This design comes from an exercise in tuning for small area, a short achievable clock period and few clock cycles per item on the open sky130 flow, not from production work. At most, simulation tests tie the RTL to the original design; equivalence was not proved.

==> inputs of 05-27 <==
// cmp_coder
module cmp_coder (
    input  wire        clk,
    input  wire        rst,         
    input  wire [1:0]  cfg_fmt,     
    input  wire [1:0]  cfg_type,    
    input  wire        cfg_pred,    
    input  wire [2:0]  cfg_e,       
    input  wire        in_valid,
    output wire        in_ready,
    input  wire [15:0] in_pix,
    input  wire        in_last,
    output reg         out_valid,
    input  wire        out_ready,
    output reg  [31:0] out_data,
    output reg         out_last,
    output wire [15:0] res_len,     
    output wire [15:0] res_npix,    
    output wire [31:0] res_crc      
);
export LEC_CHECK = 0
export CAP_MARGIN = 20
export CORE_MARGIN = 2
export CORE_UTILIZATION = 55
export CTS_CLUSTER_DIAMETER = 80
export CTS_CLUSTER_SIZE = 34
export SLEW_MARGIN = 20
create_clock -name core_clock -period 55.0 [get_ports {clk}]
standard.sh (not shown) runs the stock make flow with config.mk's settings and CLKGATE_MAP_FILE= SYNTH_SCRIPT=/design/flow/synth_recipe.tcl, a recipe that flattens the netlist after the stock synthesis.
==> flow/flow/run.sh <==
#!/bin/bash
set -uo pipefail
export SETUP_SLACK_MARGIN=43
bash standard.sh > standard.log 2>&1
==> inputs of 01-13, as changes to 05-27 <==
--- a/flow/design.v
+++ b/flow/design.v
@@ -74,23 +74,19 @@
     function [5:0] dstep;
         input [3:0] r;
         input [1:0] bits;
         input [2:0] e;
         reg [5:0] t, w1, w2, w3;
-        reg [6:0] d1, d2, d3;
         begin
             t  = {r, bits};
             w1 = {2'b00, e, 1'b1};
             w2 = {1'b0, e, 2'b10};
             w3 = {1'b0, e, 2'b10} + {2'b00, e, 1'b1};
-            d1 = {1'b0, t} - {1'b0, w1};     
-            d2 = {1'b0, t} - {1'b0, w2};     
-            d3 = {1'b0, t} - {1'b0, w3};
-            if (!d3[6])      dstep = {2'd3, d3[3:0]};
-            else if (!d2[6]) dstep = {2'd2, d2[3:0]};
-            else if (!d1[6]) dstep = {2'd1, d1[3:0]};
-            else             dstep = {2'd0, t[3:0]};
+            if (t >= w3)      dstep = {2'd3, t[3:0] - w3[3:0]};
+            else if (t >= w2) dstep = {2'd2, t[3:0] - w2[3:0]};
+            else if (t >= w1) dstep = {2'd1, t[3:0] - w1[3:0]};
+            else              dstep = {2'd0, t[3:0]};
         end
     endfunction
     reg [3:0]  r1;
     reg [5:0]  q1;
     integer i;
@@ -159,53 +155,30 @@
     wire [15:0] top = ~x3 & maxv;                                     
     wire        lo  = !s[5] && (x3[15:3] == 13'd0) && (x3[2:0] < s[2:0]);
     wire        hi  = s[5] && (top[15:3] == 13'd0) && ({1'b0, top[2:0]} < -s[3:0]);
     wire [15:0] h   = lo ? 16'd0 : hi ? maxv : hu;
     wire signed [3:0] adjn = lo ? $signed(x3[3:0]) : hi ? $signed(x3[3:0] - maxv[3:0]) : s[3:0];
-    reg  [16:0] all1, all0;         
-    integer ib;
-    always @(*) begin
-        all1[0] = 1'b1;
-        all0[0] = 1'b1;
-        for (ib = 1; ib <= 16; ib = ib + 1) begin
-            all1[ib] = all1[ib-1] & s2_q[ib-1];
-            all0[ib] = all0[ib-1] & ~s2_q[ib-1];
-        end
+    wire [15:0] qp1 = s2_q + 16'd1;
+    wire [15:0] qm1 = s2_q - 16'd1;
+    wire        qz  = (s2_q == 16'd0);
+    reg  [15:0] m;
+    always @(*) begin
+        if (!corr)
+            m = (s2_sgn && !qz) ? {qm1[14:0], 1'b1} : {s2_q[14:0], 1'b0};
+        else
+            m = s2_sgn ? {s2_q[14:0], 1'b1} : {qp1[14:0], 1'b0};
     end
-    wire        qz   = all0[16];
-    wire        incq = corr & ~s2_sgn;
-    wire        decq = ~corr & s2_sgn & ~qz;
-    wire [14:0] mhi  = s2_q[14:0] ^ (({15{incq}} & all1[14:0]) | ({15{decq}} & all0[14:0]));
-    wire [15:0] m    = {mhi, corr ? s2_sgn : (s2_sgn & ~qz)};
     wire [21:0] a_c = a_r[ctx];
     wire [5:0]  n_c = n_r[ctx];
-    function lt6;
-        input [5:0] a;
-        input [5:0] b;
-        integer i;
-        reg r, e;
-        begin
-            r = 1'b0;
-            e = 1'b1;
-            for (i = 5; i >= 0; i = i - 1) begin
-                r = r | (e & ~a[i] & b[i]);
-                e = e & ~(a[i] ^ b[i]);
-            end
-            lt6 = r;
-        end
-    endfunction
     reg  [16:0] kok;
-    reg  [22:0] hz;                 
-    reg  [22:0] lz;                 
     integer kk;
     always @(*) begin
-        hz[22] = 1'b1;
-        for (kk = 21; kk >= 0; kk = kk - 1) hz[kk] = hz[kk+1] & ~a_c[kk];
-        lz[0] = 1'b1;
-        for (kk = 1; kk <= 22; kk = kk + 1) lz[kk] = lz[kk-1] & ~a_c[kk-1];
         for (kk = 0; kk <= 16; kk = kk + 1)
-            kok[kk] = hz[kk+6] && (lt6(a_c[kk +: 6], n_c) || ((a_c[kk +: 6] == n_c) && lz[kk]));
+            kok[kk] = ((a_c >> (kk + 6)) == 22'd0) &&
+                      ((((a_c >> kk) & 22'h3F) < {16'd0, n_c}) ||
+                       ((((a_c >> kk) & 22'h3F) == {16'd0, n_c}) &&
+                        ((a_c & ~(22'h3FFFFF << kk)) == 22'd0)));
     end
     reg  [4:0]  k;
     always @(*) begin
         k = 5'd16;
         for (kk = 16; kk >= 0; kk = kk - 1)
@@ -272,15 +245,13 @@
                 crc   <= crc_new;
                 cbits <= cb_new;
                 npix  <= s2_first ? 14'd1 : npix + 14'd1;
                 adj2  <= adj1;
                 adj1  <= is_bnd ? adjn : 4'sd0;
-                ctx   <= (m == 16'd0) ? 2'd0 :
-                         (m[15:2] == 14'd0 && !(m[1] && m[0])) ? 2'd1 :
-                         (m[15:4] == 12'd0 && !(&m[3:0])) ? 2'd2 : 2'd3;
+                ctx   <= (m == 16'd0) ? 2'd0 : (m <= 16'd2) ? 2'd1 : (m <= 16'd14) ? 2'd2 : 2'd3;
                 if (!is_raw) begin
-                    if (&n_c) begin
+                    if (n_c == 6'd63) begin
                         a_r[ctx] <= (a_c + {6'd0, m}) >> 1;
                         n_r[ctx] <= 6'd32;
                     end else begin
                         a_r[ctx] <= a_c + {6'd0, m};
                         n_r[ctx] <= n_c + 6'd1;
@@ -298,11 +269,11 @@
     end
     assign res_npix = {2'b00, npix};
     wire [4:0] b4 = (s3_fmt == 2'd0) ? 5'd10 : (s3_fmt == 2'd1) ? 5'd12 : 5'd16;
     wire [15:0] mask4 = (s3_fmt == 2'd0) ? 16'h03FF : (s3_fmt == 2'd1) ? 16'h0FFF : 16'hFFFF;
     wire [15:0] qv    = s3_m >> s3_k;
-    wire        esc   = (|qv[15:5]) | (qv[4] & qv[3]);
+    wire        esc   = (qv >= 16'd24);
     reg  [16:0] ww;
     reg  [4:0]  uu;
     reg  [5:0]  clen;
     always @(*) begin
         if (s3_raw) begin
- CORE_UTILIZATION: 55 -> 40
==> inputs of 09-28, as changes to 05-27 <==
--- a/flow/design.v
+++ b/flow/design.v
@@ -74,23 +74,19 @@
     function [5:0] dstep;
         input [3:0] r;
         input [1:0] bits;
         input [2:0] e;
         reg [5:0] t, w1, w2, w3;
-        reg [6:0] d1, d2, d3;
         begin
             t  = {r, bits};
             w1 = {2'b00, e, 1'b1};
             w2 = {1'b0, e, 2'b10};
             w3 = {1'b0, e, 2'b10} + {2'b00, e, 1'b1};
-            d1 = {1'b0, t} - {1'b0, w1};     
-            d2 = {1'b0, t} - {1'b0, w2};     
-            d3 = {1'b0, t} - {1'b0, w3};
-            if (!d3[6])      dstep = {2'd3, d3[3:0]};
-            else if (!d2[6]) dstep = {2'd2, d2[3:0]};
-            else if (!d1[6]) dstep = {2'd1, d1[3:0]};
-            else             dstep = {2'd0, t[3:0]};
+            if (t >= w3)      dstep = {2'd3, t[3:0] - w3[3:0]};
+            else if (t >= w2) dstep = {2'd2, t[3:0] - w2[3:0]};
+            else if (t >= w1) dstep = {2'd1, t[3:0] - w1[3:0]};
+            else              dstep = {2'd0, t[3:0]};
         end
     endfunction
     reg [3:0]  r1;
     reg [5:0]  q1;
     integer i;
@@ -159,53 +155,30 @@
     wire [15:0] top = ~x3 & maxv;                                     
     wire        lo  = !s[5] && (x3[15:3] == 13'd0) && (x3[2:0] < s[2:0]);
     wire        hi  = s[5] && (top[15:3] == 13'd0) && ({1'b0, top[2:0]} < -s[3:0]);
     wire [15:0] h   = lo ? 16'd0 : hi ? maxv : hu;
     wire signed [3:0] adjn = lo ? $signed(x3[3:0]) : hi ? $signed(x3[3:0] - maxv[3:0]) : s[3:0];
-    reg  [16:0] all1, all0;         
-    integer ib;
-    always @(*) begin
-        all1[0] = 1'b1;
-        all0[0] = 1'b1;
-        for (ib = 1; ib <= 16; ib = ib + 1) begin
-            all1[ib] = all1[ib-1] & s2_q[ib-1];
-            all0[ib] = all0[ib-1] & ~s2_q[ib-1];
-        end
+    wire [15:0] qp1 = s2_q + 16'd1;
+    wire [15:0] qm1 = s2_q - 16'd1;
+    wire        qz  = (s2_q == 16'd0);
+    reg  [15:0] m;
+    always @(*) begin
+        if (!corr)
+            m = (s2_sgn && !qz) ? {qm1[14:0], 1'b1} : {s2_q[14:0], 1'b0};
+        else
+            m = s2_sgn ? {s2_q[14:0], 1'b1} : {qp1[14:0], 1'b0};
     end
-    wire        qz   = all0[16];
-    wire        incq = corr & ~s2_sgn;
-    wire        decq = ~corr & s2_sgn & ~qz;
-    wire [14:0] mhi  = s2_q[14:0] ^ (({15{incq}} & all1[14:0]) | ({15{decq}} & all0[14:0]));
-    wire [15:0] m    = {mhi, corr ? s2_sgn : (s2_sgn & ~qz)};
     wire [21:0] a_c = a_r[ctx];
     wire [5:0]  n_c = n_r[ctx];
-    function lt6;
-        input [5:0] a;
-        input [5:0] b;
-        integer i;
-        reg r, e;
-        begin
-            r = 1'b0;
-            e = 1'b1;
-            for (i = 5; i >= 0; i = i - 1) begin
-                r = r | (e & ~a[i] & b[i]);
-                e = e & ~(a[i] ^ b[i]);
-            end
-            lt6 = r;
-        end
-    endfunction
     reg  [16:0] kok;
-    reg  [22:0] hz;                 
-    reg  [22:0] lz;                 
     integer kk;
     always @(*) begin
-        hz[22] = 1'b1;
-        for (kk = 21; kk >= 0; kk = kk - 1) hz[kk] = hz[kk+1] & ~a_c[kk];
-        lz[0] = 1'b1;
-        for (kk = 1; kk <= 22; kk = kk + 1) lz[kk] = lz[kk-1] & ~a_c[kk-1];
         for (kk = 0; kk <= 16; kk = kk + 1)
-            kok[kk] = hz[kk+6] && (lt6(a_c[kk +: 6], n_c) || ((a_c[kk +: 6] == n_c) && lz[kk]));
+            kok[kk] = ((a_c >> (kk + 6)) == 22'd0) &&
+                      ((((a_c >> kk) & 22'h3F) < {16'd0, n_c}) ||
+                       ((((a_c >> kk) & 22'h3F) == {16'd0, n_c}) &&
+                        ((a_c & ~(22'h3FFFFF << kk)) == 22'd0)));
     end
     reg  [4:0]  k;
     always @(*) begin
         k = 5'd16;
         for (kk = 16; kk >= 0; kk = kk - 1)
@@ -272,15 +245,13 @@
                 crc   <= crc_new;
                 cbits <= cb_new;
                 npix  <= s2_first ? 14'd1 : npix + 14'd1;
                 adj2  <= adj1;
                 adj1  <= is_bnd ? adjn : 4'sd0;
-                ctx   <= (m == 16'd0) ? 2'd0 :
-                         (m[15:2] == 14'd0 && !(m[1] && m[0])) ? 2'd1 :
-                         (m[15:4] == 12'd0 && !(&m[3:0])) ? 2'd2 : 2'd3;
+                ctx   <= (m == 16'd0) ? 2'd0 : (m <= 16'd2) ? 2'd1 : (m <= 16'd14) ? 2'd2 : 2'd3;
                 if (!is_raw) begin
-                    if (&n_c) begin
+                    if (n_c == 6'd63) begin
                         a_r[ctx] <= (a_c + {6'd0, m}) >> 1;
                         n_r[ctx] <= 6'd32;
                     end else begin
                         a_r[ctx] <= a_c + {6'd0, m};
                         n_r[ctx] <= n_c + 6'd1;
@@ -298,11 +269,11 @@
     end
     assign res_npix = {2'b00, npix};
     wire [4:0] b4 = (s3_fmt == 2'd0) ? 5'd10 : (s3_fmt == 2'd1) ? 5'd12 : 5'd16;
     wire [15:0] mask4 = (s3_fmt == 2'd0) ? 16'h03FF : (s3_fmt == 2'd1) ? 16'h0FFF : 16'hFFFF;
     wire [15:0] qv    = s3_m >> s3_k;
-    wire        esc   = (|qv[15:5]) | (qv[4] & qv[3]);
+    wire        esc   = (qv >= 16'd24);
     reg  [16:0] ww;
     reg  [4:0]  uu;
     reg  [5:0]  clen;
     always @(*) begin
         if (s3_raw) begin
==> summary.txt <==
- Against 09-28, the register-to-register slack of 05-27 is lower by 0.04 ns.
- Of 09-28 and 05-27, 05-27 has the higher first-iteration DRC count (gap about 1.8%, measured against 05-27).
- Critical path depth is the same in 05-27 and 01-13.
- The lowest via count belongs to 01-13, the highest to 09-28.
- The lowest routed wire length belongs to 09-28, the highest to 01-13.
- The lowest non-clock buffer count belongs to 05-27, the highest to 01-13.
Testbench counts of 05-27, summed over its fixed seeds: cycles 139,476, pixels 137,713.
No functional check of the RTL was part of 01-13 and 09-28.

==> afterwards: timing with drivers on the ports <==
No port has a modelled driver above. Below, the same layouts with a new extraction and two added sets of constraints. Step 1 assumes that a clkbuf_16 drives the clock port and a buf_2 every other input. Step 2, shift: input delay + t, output delay - t, t = (earliest + latest rising clock arrival at the registers) / 2. This alone moves slack from input paths to output paths. Slacks: no drivers / after step 1 / after step 2; pairs: no drivers / after step 1.
run | t, ns | setup WS [ns] | slew at the worst register clock pin (ns)
05-27 | 0.706 | 42.678 / 42.611 / 42.377 | 0.12 / 0.12
01-13 | 0.655 | 42.646 / 42.585 / 42.495 | 0.11 / 0.11
09-28 | 0.676 | 42.761 / 42.695 / 42.416 | 0.11 / 0.11
After both steps setup and hold are still met in every run listed. The setup slack of 09-28, which loses most, moves by -0.066 ns with the drivers and by -0.345 ns with both steps.
